Context: an optimization exercise on an open-source flow, tuned for small area, a short achievable clock period and few clock cycles per item. The choices shown serve that exercise and are no tape-out recipe. Function was checked by simulation only, so behaviour that the tests miss may differ from the original.

==> flow/design.v (outline; a module is shown in full before it is edited, if it fits) <==
// module cle_loop: 395 lines
// module cle_rwt: 21 lines
// module cle_x0: 18 lines
// module cle_chain: 92 lines
// module cle_bgm: 119 lines
// module cle_bg2: 83 lines
// module cle_out: 32 lines
// module cle_mul_ch: 2619 lines
// module cle_mul: 2529 lines
module cle_loop (
    input  wire        clk,
    input  wire        rst,
    input  wire        cfg_we,
    input  wire [6:0]  cfg_addr,
    input  wire [31:0] cfg_wdata,
    input  wire        ev_start,
    input  wire [31:0] ev_y,
    input  wire        ev_y_valid,
    output wire        ready,
    output wire        res_valid,
    output wire [31:0] res_u,
    output wire [31:0] res_rw,
    output wire        res_clamped,
    output wire        res_input_bad,
    output wire        res_ramping,
    output wire        res_int,
    output wire        res_limit
);
  // ...
==> flow/flow/run.sh <==
#!/bin/bash
# The standard layout (standard synthesis, floorplan, placement, CTS, routing) with ORFS's
# repair_timing asked for more setup slack than the 30 ns clock needs, so that it sizes and
# buffers the design's critical paths.  The clock, SDC and everything else are the standard flow's.
set -euo pipefail
bash standard.sh SETUP_SLACK_MARGIN=21 TNS_END_PERCENT=10 finish > flow_make.log 2>&1
==> flow/standard.sh <==
#!/bin/bash
# synth_recipe.tcl (not shown) runs the flow's synth.tcl, then flattens the netlist and writes it again
# the make line also repeats each setting of config.mk as NAME=value (left out here)
make -C /OpenROAD-flow-scripts/flow DESIGN_CONFIG=/design/flow/config.mk WORK_HOME=/design/flow/orfs CLKGATE_MAP_FILE= SYNTH_SCRIPT=/design/flow/synth_recipe.tcl "${@:-finish}"
==> flow/config.mk <==
export PLATFORM = sky130hd
export DESIGN_NAME = cle_loop
export DESIGN_NICKNAME = cle_loop
export VERILOG_FILES = /design/flow/design.v
export SDC_FILE = /design/flow/constraint.sdc
export NUM_CORES = 8
export LEC_CHECK = 0
export ABC_AREA = 1
export CAP_MARGIN = 20
export CORE_MARGIN = 2
export CORE_UTILIZATION = 50
export SLEW_MARGIN = 20
export SYNTH_HIERARCHICAL = 1
==> flow/constraint.sdc <==
create_clock -name core_clock -period 30.0 [get_ports {clk}]
set_input_delay 6.0000 -clock core_clock [delete_from_list [all_inputs] [get_ports {clk}]]
set_output_delay 6.0000 -clock core_clock [all_outputs]
set_load 0.01 [all_outputs]
==> results.txt, run 1 <==
status=no timing/DRC/antenna violations; num rows=298; clkbuf count=494; Hold Crit Start=s1e_b[24]; IO Port Bufs=146; fin crit share=0.340; Slew Limit Headroom=0.174; top cell type's share of synthesized area=0.221; Clk pin slew, worst setup/hold paths=70 ps; Critical Path AT=4190 ps; Synth cell types=93; GPL Wtd Cong=1.01; clock buffer depth=4; Worst-Margin Slew=1230 ps; sum of buffers and inverters on the critical path=6; Critical Path Stages=19; DR WL met3=191,000 µm; Starting Density=0.502; most frequent cells in the layout=8,229 x nand2_1, 5,062 x inv_1, 3,557 x xor2_1; Synth area leaders=edfxtp_1 22%, fa_1 17%, nand2_1 9.5%; most instantiated cells after synthesis=8,339 x nand2_1, 5,126 x inv_1, 3,560 x xor2_1; XOR/XNOR Fraction of Synth Area=0.0975; maximum clock rate=0.0981 GHz; Mapped Cells=39,400; Die Ht=817 µm; post-synthesis compound-gate area fraction=0.136
Testbench counts, summed over its fixed seeds: cycles 15,146, evals 2,304.
==> run 2, diff against run 1 <==
==> flow/flow/run.sh (replaced) <==
#!/bin/bash
# The standard layout (standard synthesis, floorplan, placement, CTS, routing) with ORFS's
# repair_timing asked for more setup slack than the 30 ns clock needs, so that it sizes and
# buffers the design's critical paths; worst path only (no total-negative-slack repair).
# The clock, SDC and everything else are the standard flow's.
set -euo pipefail
bash standard.sh SETUP_SLACK_MARGIN=21 TNS_END_PERCENT=0 finish > flow_make.log 2>&1
--- a/flow/config.mk
+++ b/flow/config.mk
@@ -8,6 +8,6 @@
 export ABC_AREA = 1
 export CAP_MARGIN = 20
 export CORE_MARGIN = 2
-export CORE_UTILIZATION = 50
+export CORE_UTILIZATION = 46
 export SLEW_MARGIN = 20
 export SYNTH_HIERARCHICAL = 1
==> run 2 against run 1 <==
  * Setup slack gained 63 ps
  * Wire length shrank 4.3%
  * Non-clock buffer count shrank 108
  * Synthesized cell count is the same
  * Clock skew grew 13 ps
  * Fmax grew 0.62%
  * Utilization shrank 4.6 points
  * Global-route usage shrank 5.2 points
  * Sequential cell count is the same
==> results.txt, run 2 <==
IO Port Bufs=146 (unchanged); main flop type after synthesis=edfxtp_1; Worst EP required=24,000 ps; endpoints failing setup=0; DRT iter0 DRCs=37,400; clock sinks=3,273; clock buffer depth=4 (unchanged); DRC=0; asr flop ratio synth=0; Mapped Cells=39,400 (unchanged); die area=0.724 mm²; maximum clock rate=0.0987 GHz (+0.62%); Yosys top cell by area=edfxtp_1; final net count=42,900; GRT overflow=0; hold path cells=0; vias per inst=6.12; Slew Limit Headroom=0.164 (-0.0103); unrepaired setup endpoints after global routing=yes; Starting Density=0.461 (-0.0406); Syn Area/Cell=8.38 µm²; WHS Endpoint=s1e_c[27]; most common cell in the netlist=nand2_1; Post-Syn Area=0.330 mm²; max cap viols=0; Hold-fix buffers, CTS=0; Die Ht=851 µm (+4.2%); initial antenna violation count=83; GPL Wtd Cong=1.03 (+1.5%); number of CTS-inserted buffers=354; vias in the first global route=291,000; first-pass GRT wire length=2,050,000 µm; root cell of the clock tree=clkbuf_16; Regs by FF count=s1 (320), s2 (320); layout cells sized above 1=0.0801; critical path, cell by cell=buf_12, buf_12, ha_1, nand2_1, nor2_1, nand2_1, nor4_1, nand3b_1, o21ai_0, inv_1, nand2_2, nor2_4, buf_4, clkbuf_16, nand4_1, nand3_2, buf_6; most instantiated cells after synthesis=8,339 x nand2_1, 5,126 x inv_1, 3,560 x xor2_1; Ys Warns=27; Critical Path AT=4130 ps (-60 ps); P&R area growth vs syn=7.46%; sum of buffers and inverters on the critical path=6 (unchanged); setup TNS=0 ps; Avg WL per Cell=29.8 µm; sequential fraction of the synthesis area=0.272; Synth cell types=93 (unchanged); dpl hpwl=1,010,000 µm; most frequent cells in the layout=8,269 x nand2_1, 5,070 x inv_1, 3,559 x xor2_1; Critical-path top delay cell=edfxtp_1; Vias=296,000; Post-synth EDFFs=2,430; Reg2Reg Setup Slack=20,070 ps; Worst-Margin Slew=1250 ps (+28.3 ps); num rows=311 (+4.4%); io pins=147; Worst Setup Path Type=reg -> out; Synth Register Bits=3,273; Worst R2R End=ready_r; H-tree Lvls=5; commonest non-fill, non-tap cell in the layout=nand2_1; critical path's top delay family=simple AND/OR/NAND/NOR gates; min-delay worst type=reg -> reg; fin crit share=0.338 (-0.00209); crit path capture type=primary output; clk_skew=153 ps; Slowest Stage Delay on Critical Path=430 ps; status=no timing/DRC/antenna violations; Slew Limit Fails=0; Hold Crit Start=s1e_b[27]; Final ANT Viol Nets=0; CTS tree=built; worst r2r path cells=42; Final Hold Fails=0; DRT Pass-1 Iters=9; pin count of the biggest net entering global routing=129; Clock Latency Late Sink=1100 ps; gr usage total=0.384; top cell type's share of synthesized area=0.221 (unchanged); Clk pin slew, worst setup/hold paths=60 ps (about the same); critical register-to-register path startpoint=bctl[35]; Max FO, Critical Path=16; Total Wirelength=1,440,000 µm; die width=851 µm; Worst setup SP type=register; core area=0.716 mm²; Synth area leaders=edfxtp_1 22%, fa_1 17%, nand2_1 9.5%; fin crit period=10,130 ps; final hold slack=334 ps
run 2: layer usage:
layer	track usage	up-vias	part of all wire
li1	-	128000	-
met1	0.491	144000	0.38
met2	0.564	19700	0.41
met3	0.114	5044	0.12
met4	0.256	44	0.086
met5	0.00131	-	0.00038
run 2: cell families (layout without fill, tap and decap cells):
group / count (synthesis) / count (layout) / share of synthesized area
xor+xnor: 3671 / 3671 / 0.0975
buf+inv: 7796 / 7191 / 0.0982
simple gates: 13100 / 13100 / 0.166
fa+ha+maj: 4348 / 4348 / 0.227
compound gates: 7094 / 7094 / 0.136
other cells: 11 / 84 / 0.000125
flops: 3273 / 3273 / 0.272
mux: 85 / 85 / 0.00258
run 2: stage by stage:
step	area [µm²]	std cells	setup WS (ps)	utilization
2_1_floorplan	330000	39400	20850	-
3_3_place_gp	339000	47500	18660	0.473
3_5_place_dp	339000	47500	18630	0.473
4_1_cts	352000	48300	19870	0.492
5_1_grt	355000	48400	19720	0.495
6_report	355000	48400	19870	0.495
run 2: layout make-up:
cell class / count / area (µm²)
fill: 68800 / 361000
multi-input combinational: 28300 / 210000
sequential: 3273 / 89900
inverter: 5410 / 20600
tap: 9546 / 11900
timing repair buffer: 1121 / 10100
clock buffer: 467 / 9820
clock inverter: 191 / 2200
antenna: 62 / 155
timing repair inverter: 2 / 17.5
run 2: repair_timing:
action,in CTS,in global routing
buffers inserted,66,63
pin swaps,39,60
hold endpoints to repair,0,0
resized for setup,320,350
cloned,14,17
setup endpoints to repair,823,1213
run 2: worst max path at each step:
stage	start	endpoint	slack [ps]	cells after the start
after floorplan	cfg_addr[5]	out_min[0]	20850	5
after global placement	x[12]	res_limit	18660	20
after detailed placement	x[12]	res_limit	18630	19
after CTS	x[39]	res_limit	19870	19
after global routing	x[26]	res_u[16]	19720	20
final	x[22]	res_u[7]	19870	17
run 2: per-module statistics from Yosys, one instance, submodules excluded:
module / cells / times used / area, µm²
cle_out: 1089 / 1 / 6080
cle_x0: 1328 / 1 / 6090
cle_bgm: 947 / 4 / 4760
cle_chain: 2799 / 1 / 13200
cle_bg2: 3533 / 1 / 17700
cle_mul_ch: 3369 / 1 / 27500
cle_rwt: 1507 / 1 / 8560
cle_mul: 2747 / 4 / 25200
cle_loop: 11000 / 1 / 131000
==> module cle_loop, before the edit <==
module cle_loop (
    input  wire        clk,
    input  wire        rst,
    input  wire        cfg_we,
    input  wire [6:0]  cfg_addr,
    input  wire [31:0] cfg_wdata,
    input  wire        ev_start,
    input  wire [31:0] ev_y,
    input  wire        ev_y_valid,
    output wire        ready,
    output wire        res_valid,
    output wire [31:0] res_u,
    output wire [31:0] res_rw,
    output wire        res_clamped,
    output wire        res_input_bad,
    output wire        res_ramping,
    output wire        res_int,
    output wire        res_limit
);
    localparam signed [39:0] SMAX = 40'sh7F_FFFF_FFFF;
    localparam signed [39:0] SMIN = -40'sh7F_FFFF_FFFF;
    function automatic signed [39:0] sat42(input signed [41:0] v);
        reg pos, neg;
        begin
            pos   = ~v[41] & (v[40] | v[39]);
            neg   = v[41] & (~(v[40] & v[39]) | ~(|v[38:0]));
            sat42 = pos ? SMAX : (neg ? SMIN : v[39:0]);
        end
    endfunction
    function automatic signed [39:0] sat41(input signed [40:0] v);
        reg pos, neg;
        begin
            pos   = ~v[40] & v[39];
            neg   = v[40] & (~v[39] | ~(|v[38:0]));
            sat41 = pos ? SMAX : (neg ? SMIN : v[39:0]);
        end
    endfunction
    function automatic signed [39:0] shsat(input signed [40:0] v, input [3:0] sh);
        reg signed [55:0] w;
        reg        [15:0] anyh, allh, zl;
        reg               pos, neg;
        integer           m, k;
        begin
            w = {{15{v[40]}}, v} <<< sh;
            for (m = 0; m < 16; m = m + 1) begin
                anyh[m] = 1'b0;              
                allh[m] = 1'b1;
                zl[m]   = 1'b1;              
                for (k = 0; k < 40; k = k + 1) begin
                    if (k >= 39 - m) begin
                        anyh[m] = anyh[m] | v[k];
                        allh[m] = allh[m] & v[k];
                    end else
                        zl[m] = zl[m] & ~v[k];
                end
            end
            pos   = ~v[40] & anyh[sh];              
            neg   = v[40] & ~(allh[sh] & ~zl[sh]);  
            shsat = pos ? SMAX : (neg ? SMIN : w[39:0]);
        end
    endfunction
    function automatic [47:0] benc(input [31:0] c);
        integer j;
        reg hi, md, lo;
        begin
            for (j = 0; j < 16; j = j + 1) begin
                hi = c[2*j+1];
                md = c[2*j];
                lo = (j == 0) ? 1'b0 : c[2*j-1];
                benc[j]      = md ^ lo;
                benc[16 + j] = (hi & ~md & ~lo) | (~hi & md & lo);
                benc[32 + j] = hi;
            end
        end
    endfunction
    function automatic signed [31:0] clamp32(input signed [31:0] v,
                                             input signed [31:0] lo,
                                             input signed [31:0] hi);
        if (v < lo)
            clamp32 = lo;
        else if (v > hi)
            clamp32 = hi;
        else
            clamp32 = v;
    endfunction
    reg signed [31:0] cb0 [0:7];
    reg signed [31:0] cb1 [0:7];
    reg signed [31:0] cb2 [0:7];
    reg signed [31:0] ca1 [0:7];
    reg signed [31:0] ca2 [0:7];
    reg        [3:0]  csh [0:7];
    reg        [7:0]  a1_i, a2_z, b2_z;  
    reg        [3:0]  nsec;
    reg               soft_en, invert;
    reg signed [31:0] out_min, out_max;
    reg        [31:0] slew, ramp;
    reg        [15:0] lim_n;
    reg signed [31:0] setpoint;
    reg               mode_auto;
    reg signed [31:0] man_m;
    reg signed [39:0] s1 [0:7];
    reg signed [39:0] s2 [0:7];
    reg signed [31:0] u_prev;
    reg signed [31:0] rw;
    reg               soft_pending;
    reg        [15:0] lim_cnt;
    reg               lim_armed;
    reg               ready_r;
    reg               busy;          
    reg               slow2, slow3;  
    reg               strk;          
    reg               wait1;         
    reg               stall1;        
    reg               rvalid;
    reg               bad;           
    reg               clr_d, rst_d;  
    reg        [2:0]  sec;           
    reg               last_r;        
    reg               trk_r;         
    reg signed [39:0] x;             
    reg signed [31:0] xo;            
    reg signed [31:0] xm;            
    reg signed [41:0] r_r;           
    reg        [47:0] bctl;          
    reg signed [39:0] s1c_r;         
    reg signed [39:0] s1w_r;         
    reg               byp_r;         
    reg               b0_eq3, b0_eq2;
    reg               ramping_r, int_r, slew_nz, lim_hit_r;
    reg signed [39:0] trk_t;         
    reg        [3:0]  sh_l;          
    reg signed [31:0] m_c_r;
    reg signed [33:0] slo_r, shi_r;
    reg signed [31:0] u_lo, u_hi;    
    reg               lo_slo, lo_shi, hi_slo, hi_shi;  
    reg signed [31:0] u_st;          
    reg               st, st_cl;     
    reg               bg1_v, bg1_last, bg2_v, bg2_last;
    reg        [2:0]  bg1_sec, bg2_sec;
    reg signed [31:0] c1_r, c2_r, c3_r, c4_r;
    reg signed [39:0] xb, pb, s1e_b, s1e_c;
    reg signed [39:0] t1_r, t2_r, p1_r, p2_r;
    reg               aw_en_r;
    reg signed [31:0] ur_r;          
    assign ready     = ready_r;
    assign res_valid = rvalid;
    wire [3:0] last_idx = nsec - 4'd1;
    wire       is_int   = (nsec != 4'd0) && a1_i[last_idx[2:0]] && a2_z[last_idx[2:0]] &&
                          b2_z[last_idx[2:0]];
    wire signed [31:0] rw_tgt;
    wire               rw_is_y;
    cle_rwt u_rwt (.setpoint(setpoint), .rw(rw), .ramp(ramp), .auto(mode_auto), .soft_en(soft_en),
                   .soft_pending(soft_pending), .rwt(rw_tgt), .rwy(rw_is_y));
    wire signed [39:0] x0;
    wire signed [31:0] rw_next;
    cle_x0 u_x0 (.rwt(rw_tgt), .y(ev_y), .inv(invert), .rwy(rw_is_y), .x0(x0), .rw_next(rw_next));
    wire               st_clr = rst_d || clr_d;
    wire               x0_ld  = ready_r && ev_start && ev_y_valid;
    wire               first  = busy && !slow2 && !slow3;
    wire               x_eq3  = (x[39:37] == 3'b000) || (x[39:37] == 3'b111);
    wire               x_eq2  = (x[39] == x[38]);
    wire               safe   = b0_eq3 || x_eq3 || (b0_eq2 && x_eq2);
    wire               fast   = safe && !trk_r;
    wire        [3:0]  shc    = csh[sec];
    wire signed [39:0] s1c    = byp_r ? s1w_r : s1c_r;
    wire signed [39:0] e_in   = fast ? s1c : 40'sd0;
    wire signed [39:0] t_sat  = sat41({trk_t[39], trk_t});
    wire signed [41:0] t_lo   = {{2{trk_t[39]}}, trk_t} - {2'b00, SMAX};
    wire signed [41:0] t_hi   = {{2{trk_t[39]}}, trk_t} + {2'b00, SMAX};
    wire               t_pos  = !trk_t[39] && (trk_t != 40'sd0);
    wire               t_neg  = trk_t[39];
    wire [39:0]        t_msk  = ~((40'd1 << sh_l) - 40'd1);
    wire signed [39:0] t_x    = (m_c_r == 32'sh8000_0000) ? SMIN : ({m_c_r, 8'd0} & t_msk);
    wire signed [41:0] v;
    wire signed [39:0] x_d, p_d;
    wire               done1, toslow;
    cle_chain u_ch (.bone(bctl[15:0]), .btwo(bctl[31:16]), .bneg(bctl[47:32]),
                    .x(x), .e(e_in), .sh(shc), .trk(trk_r), .t_x(t_x), .t_sat(t_sat),
                    .t_lo(t_lo), .t_hi(t_hi), .t_pos(t_pos), .t_neg(t_neg),
                    .first(first), .safe(safe), .ld0(x0_ld), .x0(x0), .lds(slow3), .x_s(x_s),
                    .ldp(slow2), .pre_s(pre_s),
                    .v(v), .x_d(x_d), .p_d(p_d), .done1(done1), .toslow(toslow));
    wire signed [39:0] b_s   = sat42(r_r);
    wire signed [40:0] d_s   = {trk_t[39], trk_t} - {b_s[39], b_s};
    wire signed [39:0] t_s   = sat41(d_s);
    wire signed [39:0] a_s   = strk ? t_s : s1c;
    wire signed [39:0] pre_s = sat41({b_s[39], b_s} + {a_s[39], a_s});
    wire signed [39:0] x_s   = shsat({pb[39], pb}, shc);
    wire               tonext = done1 || slow3;         
    wire               adv  = ((first && safe) || slow3) && !last_r;
    wire [2:0]         nsel = (!busy || last_r) ? 3'd0 : (adv ? sec + 3'd1 : sec);
    wire signed [31:0] b0n  = cb0[nsel];
    wire [2:0]         ssel = !busy ? 3'd0 : (adv ? sec + 3'd1 : sec);    
    wire               last_n = ({1'b0, nsel} == last_idx);
    wire signed [39:0] t1, t2, p1, p2;
    cle_bgm u_m1 (.c(c1_r), .x(xb), .p(t1));
    cle_bgm u_m2 (.c(c2_r), .x(xb), .p(t2));
    cle_bgm u_m3 (.c(c3_r), .x(pb), .p(p1));
    cle_bgm u_m4 (.c(c4_r), .x(pb), .p(p2));
    wire signed [39:0] s1w, s2n;
    cle_bg2 u_bg2 (.t1(t1_r), .p1(p1_r), .t2(t2_r), .p2(p2_r), .s2o(s2[bg2_sec]),
                   .s1e(s1e_c), .aw_en(bg2_last && aw_en_r), .u(u_prev), .u_raw(ur_r),
                   .s1w(s1w), .s2n(s2n));
    wire signed [31:0] u_new;
    wire               clamped;
    cle_out u_out (.u_raw(xo), .u_rawm(xm), .out_min(out_min), .out_max(out_max), .slo(slo_r), .shi(shi_r),
                   .slew_nz(slew_nz), .u_lo(u_lo), .u_hi(u_hi), .lo_slo(lo_slo), .lo_shi(lo_shi),
                   .hi_slo(hi_slo), .hi_shi(hi_shi), .u_st(u_st), .st(st), .st_cl(st_cl), .m_c(m_c_r),
                   .u(u_new), .clamped(clamped));
    assign res_u         = u_new;
    assign res_clamped   = clamped;
    assign res_limit     = clamped && lim_hit_r;
    assign res_rw        = rw;
    assign res_input_bad = bad;
    assign res_ramping   = ramping_r;
    assign res_int       = int_r;
    wire signed [31:0] m_c    = clamp32(man_m, out_min, out_max);
    wire signed [39:0] m_wide = {m_c, 8'd0};
    wire signed [33:0] slo_w  = {{2{u_prev[31]}}, u_prev} - {2'b00, slew};
    wire signed [33:0] shi_w  = {{2{u_prev[31]}}, u_prev} + {2'b00, slew};
    wire signed [33:0] omin_w = {{2{out_min[31]}}, out_min};
    wire signed [33:0] omax_w = {{2{out_max[31]}}, out_max};
    wire               sl_nz  = (slew != 32'd0);
    wire               mn_lo  = (omin_w < slo_w);
    wire               mn_hi  = (omin_w > shi_w);
    wire               mx_lo  = (omax_w < slo_w);
    wire               mx_hi  = (omax_w > shi_w);
    wire        cfg_ok = ready_r && cfg_we;
    wire [31:0] wd     = rst ? 32'd0 : cfg_wdata;
    wire        sec_wr = rst || (cfg_ok && !cfg_addr[6]);
    wire        glb_wr = rst || (cfg_ok && cfg_addr[6]);
    wire        clear  = cfg_ok && (cfg_addr == 7'h4A);
    wire signed [39:0] s1d = st_clr ? 40'sd0 : s1w;
    wire signed [39:0] s2d = st_clr ? 40'sd0 : s2n;
    integer i;
    always @(posedge clk) begin
        for (i = 0; i < 8; i = i + 1) begin
            if (sec_wr && (rst || cfg_addr[5:3] == i)) begin
                if (rst || cfg_addr[2:0] == 3'd0) cb0[i] <= wd;
                if (rst || cfg_addr[2:0] == 3'd1) cb1[i] <= wd;
                if (rst || cfg_addr[2:0] == 3'd2) begin cb2[i] <= wd; b2_z[i] <= (wd == 32'd0); end
                if (rst || cfg_addr[2:0] == 3'd3) begin ca1[i] <= wd; a1_i[i] <= (wd == 32'hC000_0000); end
                if (rst || cfg_addr[2:0] == 3'd4) begin ca2[i] <= wd; a2_z[i] <= (wd == 32'd0); end
                if (rst || cfg_addr[2:0] == 3'd5) csh[i] <= wd[3:0];
            end
            if (st_clr || (bg2_v && bg2_sec == i)) begin
                s1[i] <= s1d;
                s2[i] <= s2d;
            end
        end
        if (glb_wr) begin
            if (rst || cfg_addr[5:0] == 6'h00) nsec     <= wd[3:0];
            if (rst || cfg_addr[5:0] == 6'h01) begin soft_en <= wd[0]; invert <= wd[1]; end
            if (rst || cfg_addr[5:0] == 6'h02) out_min  <= wd;
            if (rst || cfg_addr[5:0] == 6'h03) out_max  <= wd;
            if (rst || cfg_addr[5:0] == 6'h04) slew     <= wd;
            if (rst || cfg_addr[5:0] == 6'h05) ramp     <= wd;
            if (rst || cfg_addr[5:0] == 6'h06) lim_n    <= wd[15:0];
            if (rst || cfg_addr[5:0] == 6'h07) setpoint <= wd;
            if (rst || cfg_addr[5:0] == 6'h08) mode_auto <= wd[0];
            if (rst || cfg_addr[5:0] == 6'h09) man_m    <= wd;
        end
    end
    always @(posedge clk) begin
        ramping_r <= (rw != setpoint);
        int_r     <= is_int;
        slew_nz   <= sl_nz;
        m_c_r     <= m_c;
        u_st      <= bad ? u_prev : m_c_r;
        st        <= bad || !mode_auto;
        st_cl     <= !bad;
        lo_slo    <= sl_nz && mn_lo;
        lo_shi    <= sl_nz && !mn_lo && mn_hi;
        hi_slo    <= sl_nz && mx_lo;
        hi_shi    <= sl_nz && !mx_lo && mx_hi;
        u_lo      <= (sl_nz && mn_lo) ? slo_w[31:0] : ((sl_nz && mn_hi) ? shi_w[31:0] : out_min);
        u_hi      <= (sl_nz && mx_lo) ? slo_w[31:0] : ((sl_nz && mx_hi) ? shi_w[31:0] : out_max);
        trk_t     <= m_wide >>> csh[last_idx[2:0]];
        sh_l      <= csh[last_idx[2:0]];
        slo_r     <= slo_w;
        shi_r     <= shi_w;
        lim_hit_r <= (lim_n != 16'd0) && lim_armed && (lim_cnt + 16'd1 == lim_n);
        bctl      <= benc(b0n);
        b0_eq3    <= (b0n[31:29] == 3'b000) || (b0n[31:29] == 3'b111);
        b0_eq2    <= (b0n[31] == b0n[30]);
        last_r    <= last_n;
        trk_r     <= !mode_auto && is_int && last_n;
        aw_en_r   <= mode_auto && int_r;
        ur_r      <= xm;
        c1_r      <= cb1[sec];
        c2_r      <= cb2[sec];
        c3_r      <= ca1[sec];
        c4_r      <= ca2[sec];
        t1_r      <= t1;
        t2_r      <= t2;
        p1_r      <= p1;
        p2_r      <= p2;
        s1e_c     <= s1e_b;
        bg2_sec   <= bg1_sec;
        bg2_last  <= bg1_last;
        if (first) begin
            xb       <= x;
            s1e_b    <= s1c;
            bg1_sec  <= sec;
            bg1_last <= last_r;
            r_r      <= v;
            strk     <= trk_r;
        end
        if ((first && safe) || slow3 || x0_ld) begin
            x  <= x_d;
            xo <= x_d[39:8];
        end
        if ((first && safe && last_r) || slow3 || x0_ld)
            xm <= x_d[39:8];
        if ((first && safe) || slow2)
            pb <= p_d;
        s1c_r     <= st_clr ? 40'sd0 : s1[ssel];
        s1w_r     <= s1w;
        byp_r     <= !st_clr && bg2_v && (bg2_sec == ssel);
    end
    always @(posedge clk) begin
        rst_d <= rst;
        if (rst) begin
            u_prev <= 32'd0; rw <= 32'd0; soft_pending <= 1'b1;
            lim_cnt <= 16'd0; lim_armed <= 1'b1;
            ready_r <= 1'b1; busy <= 1'b0; slow2 <= 1'b0; slow3 <= 1'b0;
            wait1 <= 1'b0; stall1 <= 1'b0; rvalid <= 1'b0; bad <= 1'b0; clr_d <= 1'b0;
            sec <= 3'd0; bg1_v <= 1'b0; bg2_v <= 1'b0;
        end else begin
            rvalid <= 1'b0;
            wait1  <= 1'b0;
            stall1 <= 1'b0;
            clr_d  <= clear;
            if (wait1) begin
                ready_r <= 1'b1;
                rvalid  <= 1'b1;
            end
            if (stall1)
                ready_r <= 1'b1;
            if (rvalid && !bad) begin
                u_prev <= u_new;
                if (clamped) begin
                    if (lim_cnt != 16'hFFFF)
                        lim_cnt <= lim_cnt + 16'd1;
                    if (lim_hit_r)
                        lim_armed <= 1'b0;
                end else begin
                    lim_cnt   <= 16'd0;
                    lim_armed <= 1'b1;
                end
            end
            slow2 <= toslow;
            slow3 <= slow2;
            bg1_v <= tonext;
            if (tonext) begin
                if (last_r) begin
                    busy   <= 1'b0;
                    rvalid <= 1'b1;
                    if (nsec == 4'd1)
                        stall1  <= 1'b1;
                    else
                        ready_r <= 1'b1;
                end else
                    sec <= sec + 3'd1;
            end
            bg2_v <= bg1_v && !clear;
            if (x0_ld) begin
                rw  <= rw_next;
                if (mode_auto)
                    soft_pending <= 1'b0;
                sec <= 3'd0;
                if (nsec == 4'd0)
                    wait1 <= 1'b1;
                else
                    busy  <= 1'b1;
            end
            if (cfg_ok) begin
                if (cfg_addr == 7'h48 && !cfg_wdata[0])
                    soft_pending <= 1'b1;
                if (clear) begin
                    u_prev       <= 32'd0;
                    rw           <= 32'd0;
                    soft_pending <= 1'b1;
                    lim_cnt      <= 16'd0;
                    lim_armed    <= 1'b1;
                end
            end else if (ready_r && ev_start) begin
                ready_r <= 1'b0;
                bad     <= !ev_y_valid;
                if (!ev_y_valid)
                    wait1 <= 1'b1;
            end
        end
    end
endmodule
==> module cle_chain, before the edit <==
module cle_chain (
    input  wire        [15:0] bone, btwo, bneg,
    input  wire signed [39:0] x,
    input  wire signed [39:0] e,
    input  wire        [3:0]  sh,
    input  wire               trk,
    input  wire signed [39:0] t_x, t_sat,
    input  wire signed [41:0] t_lo, t_hi,
    input  wire               t_pos, t_neg,
    input  wire               first, safe,
    input  wire               ld0, lds, ldp,
    input  wire signed [39:0] x0, x_s, pre_s,
    output wire signed [41:0] v,
    output wire signed [39:0] x_d, p_d,
    output wire               done1, toslow
);
    localparam signed [39:0] SMAX = 40'sh7F_FFFF_FFFF;
    localparam signed [39:0] SMIN = -40'sh7F_FFFF_FFFF;
    function automatic signed [39:0] sat42(input signed [41:0] v);
        reg pos, neg;
        begin
            pos   = ~v[41] & (v[40] | v[39]);
            neg   = v[41] & (~(v[40] & v[39]) | ~(|v[38:0]));
            sat42 = pos ? SMAX : (neg ? SMIN : v[39:0]);
        end
    endfunction
    function automatic signed [39:0] sat41(input signed [40:0] v);
        reg pos, neg;
        begin
            pos   = ~v[40] & v[39];
            neg   = v[40] & (~v[39] | ~(|v[38:0]));
            sat41 = pos ? SMAX : (neg ? SMIN : v[39:0]);
        end
    endfunction
    function automatic signed [39:0] shsat(input signed [40:0] v, input [3:0] sh);
        reg signed [55:0] w;
        reg        [15:0] anyh, allh, zl;
        reg               pos, neg;
        integer           m, k;
        begin
            w = {{15{v[40]}}, v} <<< sh;
            for (m = 0; m < 16; m = m + 1) begin
                anyh[m] = 1'b0;              
                allh[m] = 1'b1;
                zl[m]   = 1'b1;              
                for (k = 0; k < 40; k = k + 1) begin
                    if (k >= 39 - m) begin
                        anyh[m] = anyh[m] | v[k];
                        allh[m] = allh[m] & v[k];
                    end else
                        zl[m] = zl[m] & ~v[k];
                end
            end
            pos   = ~v[40] & anyh[sh];              
            neg   = v[40] & ~(allh[sh] & ~zl[sh]);  
            shsat = pos ? SMAX : (neg ? SMIN : w[39:0]);
        end
    endfunction
    function automatic [47:0] benc(input [31:0] c);
        integer j;
        reg hi, md, lo;
        begin
            for (j = 0; j < 16; j = j + 1) begin
                hi = c[2*j+1];
                md = c[2*j];
                lo = (j == 0) ? 1'b0 : c[2*j-1];
                benc[j]      = md ^ lo;
                benc[16 + j] = (hi & ~md & ~lo) | (~hi & md & lo);
                benc[32 + j] = hi;
            end
        end
    endfunction
    function automatic signed [31:0] clamp32(input signed [31:0] v,
                                             input signed [31:0] lo,
                                             input signed [31:0] hi);
        if (v < lo)
            clamp32 = lo;
        else if (v > hi)
            clamp32 = hi;
        else
            clamp32 = v;
    endfunction
    wire [71:0] s, k;
    cle_mul_ch u_mul (.bone(bone), .btwo(btwo), .bneg(bneg), .x(x), .e(e), .s(s), .k(k));
    wire [71:0] q = s + k;
    assign v = q[71:30];
    wire miss = trk && ((t_pos && (v < t_lo)) || (t_neg && (v > t_hi)));
    assign x_d    = ld0 ? x0 : (lds ? x_s : (trk ? t_x : shsat(v[40:0], sh)));
    assign p_d    = ldp ? pre_s : (trk ? t_sat : sat42(v));
    assign done1  = first && safe && !miss;
    assign toslow = first && (!safe || miss);
endmodule
==> run 3, diff against run 2 <==
--- a/flow/design.v
+++ b/flow/design.v
@@ -178,7 +178,7 @@
                     .x(x), .e(e_in), .sh(shc), .trk(trk_r), .t_x(t_x), .t_sat(t_sat),
                     .t_lo(t_lo), .t_hi(t_hi), .t_pos(t_pos), .t_neg(t_neg),
                     .first(first), .safe(safe), .ld0(x0_ld), .x0(x0), .lds(slow3), .x_s(x_s),
-                    .ldp(slow2), .pre_s(pre_s),
+                    .ldp(slow2), .pre_s(pre_s), .hold(!busy),
                     .v(v), .x_d(x_d), .p_d(p_d), .done1(done1), .toslow(toslow));
     wire signed [39:0] b_s   = sat42(r_r);
     wire signed [40:0] d_s   = {trk_t[39], trk_t} - {b_s[39], b_s};
@@ -306,10 +306,9 @@
             r_r      <= v;
             strk     <= trk_r;
         end
-        if ((first && safe) || slow3 || x0_ld) begin
+        if ((first && safe) || slow3 || x0_ld)
             x  <= x_d;
-            xo <= x_d[39:8];
-        end
+        xo        <= x_d[39:8];           
         if ((first && safe && last_r) || slow3 || x0_ld)
             xm <= x_d[39:8];
         if ((first && safe) || slow2)
@@ -442,7 +441,7 @@
     input  wire signed [41:0] t_lo, t_hi,
     input  wire               t_pos, t_neg,
     input  wire               first, safe,
-    input  wire               ld0, lds, ldp,
+    input  wire               ld0, lds, ldp, hold,
     input  wire signed [39:0] x0, x_s, pre_s,
     output wire signed [41:0] v,
     output wire signed [39:0] x_d, p_d,
@@ -519,7 +518,7 @@
     wire [71:0] q = s + k;
     assign v = q[71:30];
     wire miss = trk && ((t_pos && (v < t_lo)) || (t_neg && (v > t_hi)));
-    assign x_d    = ld0 ? x0 : (lds ? x_s : (trk ? t_x : shsat(v[40:0], sh)));
+    assign x_d    = ld0 ? x0 : (lds ? x_s : (hold ? x : (trk ? t_x : shsat(v[40:0], sh))));
     assign p_d    = ldp ? pre_s : (trk ? t_sat : sat42(v));
     assign done1  = first && safe && !miss;
     assign toslow = first && (!safe || miss);
==> flow/flow/run.sh (replaced) <==
#!/bin/bash
# The standard layout (standard synthesis, floorplan, placement, CTS, routing) with ORFS's
# repair_timing asked for more setup slack than the 30 ns clock needs, so that it sizes and
# buffers the design's critical paths.  The clock, SDC and everything else are the standard flow's.
set -euo pipefail
bash standard.sh SETUP_SLACK_MARGIN=21 TNS_END_PERCENT=10 finish > flow_make.log 2>&1
==> run 3 against run 2 <==
  * Hold slack worse by 8.1 ps
  * First-iteration DRC count is 8.2% higher
  * Critical endpoint is now res_u[5]
  * Still clean on timing, DRC and antenna
==> results.txt, run 3 <==
Total Wirelength=1,550,000 µm (+7.5%); unrepaired setup endpoints after global routing=yes; Ys Warns=27 (unchanged); first-pass GRT wire length=2,180,000 µm (+6.2%); top cell type's share of synthesized area=0.220 (-0.000853); DRT Pass-1 Iters=9 (unchanged); crit path capture type=primary output; Vias=302,000 (+2.1%); Worst EP required=24,000 ps (about the same); Synth cell types=88 (-5.4%); root cell of the clock tree=clkbuf_16; initial antenna violation count=105 (+27%); fin crit share=0.339 (+0.00151); maximum clock rate=0.0983 GHz (-0.45%); Most common cell on crit path=buf_4; Worst Setup Path Type=reg -> out; Critical-path top delay cell=edfxtp_1; CTS tree=built; min-delay worst type=reg -> reg; Starting Density=0.462 (+0.000782); final net count=43,300 (+0.78%); endpoints failing setup=0 (unchanged); core area=0.718 mm² (+0.22%); most instantiated cells after synthesis=8,314 x nand2_1, 5,229 x inv_1, 3,570 x xor2_1; Final ANT Viol Nets=0 (unchanged); fin crit period=10,170 ps (+45.4 ps); Post-Place Cell Area=0.341 mm² (+0.58%); P&R area growth vs syn=8.34%; Clock Latency Late Sink=1160 ps (+60 ps); clock buffer depth=4 (unchanged); Max FO, Critical Path=5 (-11); layout cells sized above 1=0.0863 (+0.00617); critical path, cell by cell=inv_1, ha_1, nand2_2, nor2_4, nand4_1, buf_4, a21oi_4, nor2_4, nand2_4, nand2_8, nand2_8, nand4_1, buf_4, buf_12, buf_12, buf_4, nor2_1, nor2_2, nand3_4, buf_6; DRT iter0 DRCs=40,500 (+8.2%); vias per inst=6.19 (+1.3%); asr flop ratio synth=0 (unchanged); Worst-Margin Slew=1450 ps (+196 ps); Regs by FF count=s1 (320), s2 (320); dpl hpwl=1,100,000 µm (+8.6%); Slew Limit Headroom=0.0335 (-0.131); die width=853 µm (+0.19%); commonest non-fill, non-tap cell in the layout=nand2_1; IO Port Bufs=146 (unchanged); Slew Limit Fails=0 (unchanged); Synth area leaders=edfxtp_1 22%, fa_1 16%, xor2_1 9.4%; vias in the first global route=295,000 (+1.3%); number of CTS-inserted buffers=363 (+2.5%); Synth Register Bits=3,305 (+0.98%); setup TNS=0 ps (unchanged); num rows=311 (unchanged); post-route cell area=0.359 mm² (+1.2%); Yosys top cell by area=edfxtp_1; most frequent cells in the layout=8,229 x nand2_1, 5,157 x inv_1, 3,560 x xor2_1; Slowest Stage Delay on Critical Path=430 ps (about the same); Worst setup SP type=register; pin count of the biggest net entering global routing=110 (-15%); Critical Path AT=4170 ps (+40 ps); max cap viols=0 (unchanged); status=no timing/DRC/antenna violations; Avg WL per Cell=31.8 µm (+6.6%); clock sinks=3,305 (+0.98%); H-tree Lvls=5 (unchanged); main flop type after synthesis=edfxtp_1; Syn Area/Cell=8.37 µm² (-0.12%); worst r2r path cells=34 (-19%); sequential fraction of the synthesis area=0.273 (+0.000883); die area=0.727 mm² (+0.39%); DRC=0 (unchanged); Post-Syn Area=0.331 mm² (+0.39%); Clk pin slew, worst setup/hold paths=60 ps (about the same); Post-synth EDFFs=2,430 (unchanged); Die Ht=853 µm (+0.19%); gr usage total=0.413 (+0.0283); hold path cells=0 (unchanged); GPL Wtd Cong=1.04 (+1.1%); most common cell in the netlist=nand2_1; Final Hold Fails=0 (unchanged); GRT overflow=0 (unchanged); io pins=147 (unchanged); clk_skew=203 ps (+49.3 ps); Mapped Cells=39,600 (+0.51%)
## run 3: cell families after synthesis
logic type	after synthesis	synth area share
flip-flops	3305	0.273
XOR/XNOR	3685	0.0975
AND/OR/NAND/NOR	13100	0.165
adder cells (fa/ha/maj)	4348	0.226
multiplexers	76	0.00230
other	11	0.000125
buffers and inverters	7923	0.0992
AO/OA/AOI/OAI	7132	0.137
## run 3: stage by stage
stage / util / setup slack [ps] / hold WS (ps) / std cells
floorplan: - / 20780 / 323 / 39600
finish: 0.500 / 19830 / 326 / 48800
CTS: 0.498 / 19810 / 326 / 48600
global route: 0.500 / 19720 / 343 / 48700
global placement: 0.475 / 18500 / 324 / 47800
detailed placement: 0.475 / 18730 / 327 / 47800
## run 3: repair_timing
action,4_1_cts,5_1_grt
gates resized for setup,868,223
cloned,18,5
pin swaps,85,23
hold buffers,0,0
buffers inserted,157,47
endpoints found under the setup margin,782,785
## run 3: final timing paths
| path | from | to | slack [ps] |
|---|---|---|---|
| hold reg to reg | s1e_b[16] | s1e_c[16] | 330 |
| setup reg to reg | c3_r[3] | p1_r[2] | 20100 |
| setup / recovery | out_min[30] | res_u[5] | 19830 |
| hold / removal | s1e_b[16] | s1e_c[16] | 330 |
## run 3: layer usage
| layer | vias up | wire length (µm) | global-route usage |
|---|---|---|---|
| li1 | 129000 | - | - |
| met1 | 148000 | 585000 | 0.523 |
| met2 | 20700 | 648000 | 0.610 |
| met3 | 5165 | 198000 | 0.136 |
| met4 | 72 | 121000 | 0.251 |
| met5 | - | 716 | 0.00492 |
## run 3: cell type report
type | instances | area, µm²
Multi-Input combinational cell | 28400 | 211000
Fill cell | 68800 | 359000
Tap cell | 9546 | 11900
Clock inverter | 184 | 2040
Timing Repair inverter | 1 | 8.76
Timing Repair Buffer | 1259 | 11800
Inverter | 5521 | 21200
Clock buffer | 490 | 10100
Antenna cell | 106 | 265
Sequential cell | 3305 | 90600
## run 3: worst max-delay path, delay by kind of cell, from the launching register on
family | cells | cell delay (ps)
adder cells (fa/ha/maj) | 1 | 280
AO/OA/AOI/OAI | 1 | 150
buffers and inverters | 7 | 1000
AND/OR/NAND/NOR | 11 | 1160
flip-flops | 1 | 430
## run 3: modules after synthesis (local to each module, per instance)
module	cells inside	cell area, µm²	flops+latches	copies in the design
cle_bg2	3533	17700	0	1
cle_bgm	947	4760	0	4
cle_chain	2992	13900	0	1
cle_loop	11000	132000	3305	1
cle_mul	2747	25200	0	4
cle_mul_ch	3372	27500	0	1
cle_out	1089	6080	0	1
cle_rwt	1507	8560	0	1
cle_x0	1328	6090	0	1
Testbench counts of run 3, summed over its fixed seeds: cycles 15,146, evals 2,304.

==> re-timing with driven ports <==
The flow's constraints put no driver on any port. The routed layouts listed below were extracted and timed again, unchanged, in two steps. Step 1, drivers: a clkbuf_16 drives clk and a buf_2 each remaining input, both assumed. Step 2 adds t to the input delays and takes it off the output delays; t is the mean of the earliest and latest rising clock arrival at the registers after step 1. Input paths then give back, and output paths get back, about the clock's delay inside the block. Three values: no drivers, after step 1, after step 2; two values: the first two.
run	t (ns)	setup slack, ns	pins driven straight from the clock port
run 1	1.200	19.809 / 19.657 / 19.970	1
run 2	1.178	19.871 / 19.722 / 19.628	1
run 3	1.206	19.826 / 19.682 / 19.764	1
After both steps setup and hold are still met in every run listed. For run 2, which loses most, drivers alone change the setup slack by -0.149 ns; drivers and shift together by -0.243 ns.
